What follows belongs to an exercise in optimizing a design on an open flow for small area, a short achievable clock period and few clock cycles; a production flow would make more cautious choices.
In this exercise RTL edits were held to simulation tests only and were not proved equivalent to the original.

## cvu
module cvu (
    input  wire        clk,
    input  wire        rst,           
    input  wire        req_valid,
    output wire        req_ready,
    input  wire        req_we,
    input  wire [5:0]  req_addr,      
    input  wire [31:0] req_wdata,
    output reg         rsp_valid,
    output wire [31:0] rsp_rdata
);
==> flow/config.mk <==
export PLATFORM = sky130hd
export DESIGN_NAME = cvu
export DESIGN_NICKNAME = cvu
export VERILOG_FILES = /design/flow/design.v
export SDC_FILE = /design/flow/constraint.sdc
export NUM_CORES = 4
export LEC_CHECK = 0
export CAP_MARGIN = 35
export CORE_MARGIN = 2
export CORE_UTILIZATION = 55
export SETUP_SLACK_MARGIN = 5
export SLEW_MARGIN = 30
==> flow/constraint.sdc <==
create_clock -name core_clock -period 10.0 [get_ports {clk}]
set_input_delay 2.0000 -clock core_clock [delete_from_list [all_inputs] [get_ports {clk}]]
set_output_delay 2.0000 -clock core_clock [all_outputs]
set_load 0.01 [all_outputs]
run.sh (not shown) runs the stock make flow with config.mk's settings and CLKGATE_MAP_FILE= SYNTH_SCRIPT=/design/flow/synth_recipe.tcl, a recipe that flattens the netlist after the stock synthesis.
Testbench counts at the start, summed over its fixed seeds: cycles 44,382.
==> next run, changes <==
--- a/flow/design.v
+++ b/flow/design.v
@@ -3,15 +3,15 @@
     input  wire        rst,           
     input  wire        req_valid,
     output wire        req_ready,
     input  wire        req_we,
     input  wire [5:0]  req_addr,      
     input  wire [31:0] req_wdata,
     output reg         rsp_valid,
-    output wire [31:0] rsp_rdata
+    output reg  [31:0] rsp_rdata
 );
     localparam A_PG_ID     = 6'h00, A_PG_REV    = 6'h01;
     localparam A_PG_CTRL   = 6'h03, A_PG_STAT   = 6'h04, A_PG_EVRAW  = 6'h05;
     localparam A_PG_EVMASK = 6'h06, A_PG_EVOUT  = 6'h07, A_PG_EVSET  = 6'h08;
     localparam A_PG_FAULT  = 6'h0B, A_PG_LOCK   = 6'h0E;
     localparam A_CFG       = 6'h10, A_POLY_LO   = 6'h11, A_POLY_HI   = 6'h12;
     localparam A_INIT_LO   = 6'h13, A_INIT_HI   = 6'h14, A_XOR_LO    = 6'h15;
@@ -164,15 +164,17 @@
                      (alive_code == AL_SHORT);
     wire alive_okc = (alive_code == AL_FIRST) || (alive_code == AL_OK);
     wire [63:0] end_result = sh_out ^ xorout;
     wire res_match = (result == expect_v);
     wire mismatch  = cfg_mode && (!res_match || e2_bad);
     wire alive_acc = e2_ok && (!cfg_mode || res_match);
     wire mism2     = end2 & mismatch;
-    wire [10:0] ev_eff       = (ev_raw & EV_IMPL) | {mism2, 8'd0};
+    wire [10:0] ev_eff       = ev_raw | {mism2, 8'd0};
+    wire        st_match_eff = end2 ? (cfg_mode & res_match) : st_match;
+    wire [15:0] cnt_mism_eff = mism2 ? sat_inc(cnt_mism) : cnt_mism;
     wire end_go    = end_pend & ~dvalid;
     reg [31:0] din_bits;
     integer b;
     always @(*) begin
         for (b = 0; b < 32; b = b + 1)
             din_bits[b] = cfg_refin ? req_wdata[b] : req_wdata[(b & ~7) + 7 - (b & 7)];
     end
@@ -188,25 +190,23 @@
     wire [15:0] bytes_s2  = bytes_p2[16] ? 16'hFFFF : bytes_p2[15:0];
     wire [15:0] bytes_s4  = bytes_p4[16] ? 16'hFFFF : bytes_p4[15:0];
     wire [15:0] bytes_new = is_din1 ? bytes_s1 : is_din2 ? bytes_s2 : bytes_s4;
     wire [8:0]  cap_d     = {1'b0, cfg_apos} - {1'b0, st_bytes[7:0]};
     wire        cap_hit   = (st_bytes[15:8] == 8'd0) && !cap_d[8] && (cap_d[7:2] == 6'd0) &&
                             ({1'b0, cap_d[1:0]} < din_n);
     wire [7:0]  cap_val   = req_wdata[{cap_d[1:0], 3'b000} +: 8];
-    reg [5:0]  rd_addr;         
     reg [31:0] rdata;
-    assign rsp_rdata = rdata;
     always @(*) begin
-        case (rd_addr)
+        case (req_addr)
             A_PG_ID:     rdata = PG_ID_VAL;
             A_PG_REV:    rdata = PG_REV_VAL;
             A_PG_STAT:   rdata = {30'd0, pg_run, 1'b1};
-            A_PG_EVRAW:  rdata = {21'd0, ev_raw};
+            A_PG_EVRAW:  rdata = {21'd0, ev_eff};
             A_PG_EVMASK: rdata = {21'd0, ev_mask};
-            A_PG_EVOUT:  rdata = {21'd0, ev_raw & ev_mask};
+            A_PG_EVOUT:  rdata = {21'd0, ev_eff & ev_mask};
             A_PG_FAULT:  rdata = {30'd0, pg_fault, pg_fault};
             A_PG_LOCK:   rdata = {31'd0, pg_lock};
             A_CFG:       rdata = {cfg_apos, 3'd0, cfg_ahi, 2'd0, cfg_alive, 3'd0, cfg_mode,
                                   2'd0, cfg_refout, cfg_refin, 1'b0, cfg_width};
             A_POLY_LO:   rdata = poly[31:0];
             A_POLY_HI:   rdata = poly[63:32];
             A_INIT_LO:   rdata = init[31:0];
@@ -214,16 +214,16 @@
             A_XOR_LO:    rdata = xorout[31:0];
             A_XOR_HI:    rdata = xorout[63:32];
             A_ACFG:      rdata = {24'd0, maxgap};
             A_EXP_LO:    rdata = expect_v[31:0];
             A_EXP_HI:    rdata = expect_v[63:32];
             A_RES_LO:    rdata = result[31:0];
             A_RES_HI:    rdata = result[63:32];
-            A_STAT:      rdata = {st_bytes, st_aval, 3'd0, st_alive, st_match, st_open};
-            A_CNT:       rdata = {cnt_mism, cnt_frames};
+            A_STAT:      rdata = {st_bytes, st_aval, 3'd0, st_alive, st_match_eff, st_open};
+            A_CNT:       rdata = {cnt_mism_eff, cnt_frames};
             A_ACNT:      rdata = {cnt_skip, cnt_rep};
             default:     rdata = 32'd0;
         endcase
     end
     wire acc     = req_valid & ~stall;
     wire acc_wr  = acc & req_we;
     wire acc_rd  = acc & ~req_we;
@@ -281,15 +281,15 @@
         if (acc_wr && pg_run && req_addr == A_CTRL && req_wdata[2:0] == 3'b001)
             crc <= sh_out;
         else if (dvalid && mu_ready)
             crc <= crc_next;
         if (end2 && alive_acc)
             prev_alive <= alive_v;
         if (acc_rd)
-            rd_addr <= req_addr;
+            rsp_rdata <= rdata;
     end
     always @(posedge clk) begin
         rsp_valid <= 1'b0;
         if (rst) begin
             clear_k;
             pg_lock <= 1'b0;
         end else begin
The new run finished clean.
Final cell count stays flat.
Worst setup slack improves by 410 ps.
Register-to-register slack is worse by 30 ps.
Critical path depth goes down by 2.
Cell area shrinks by 0.44%.
Global-route usage is lower by 0.25 points.
Via count went up by 2.0%.
Testbench counts after the change, summed over its fixed seeds: cycles 44,382.

[static timing again, ports no longer ideal]
The flow's constraints put no driver on any port. The routed layouts listed below were extracted and timed again, unchanged, in two steps.
Step 1 (the two cells are an assumption about what drives the block):
set clk [get_ports {clk}]
set_driving_cell -lib_cell sky130_fd_sc_hd__clkbuf_16 $clk
set_driving_cell -lib_cell sky130_fd_sc_hd__buf_2 [delete_from_list [all_inputs] $clk]
Step 2, shift: input delay + t, output delay - t, t = (earliest + latest rising clock arrival at the registers) / 2. This alone moves slack from input paths to output paths.
Slacks: ideal ports / drivers / drivers and shift; pairs: ideal ports / drivers.
run	shift t [ns]	setup slack, ns	clock arrival spread, ns	worst register clock-pin slew, ns	cell pins on the clock port's net
the first run	0.798	4.477 / 4.388 / 4.310	0.072 / 0.072	0.07 / 0.07	1
the second run	0.814	4.883 / 4.922 / 4.136	0.067 / 0.067	0.07 / 0.07	1
After both steps every run listed still meets setup and hold. For the second run, which loses most, drivers alone change the setup slack by +0.039 ns; drivers and shift together by -0.747 ns.
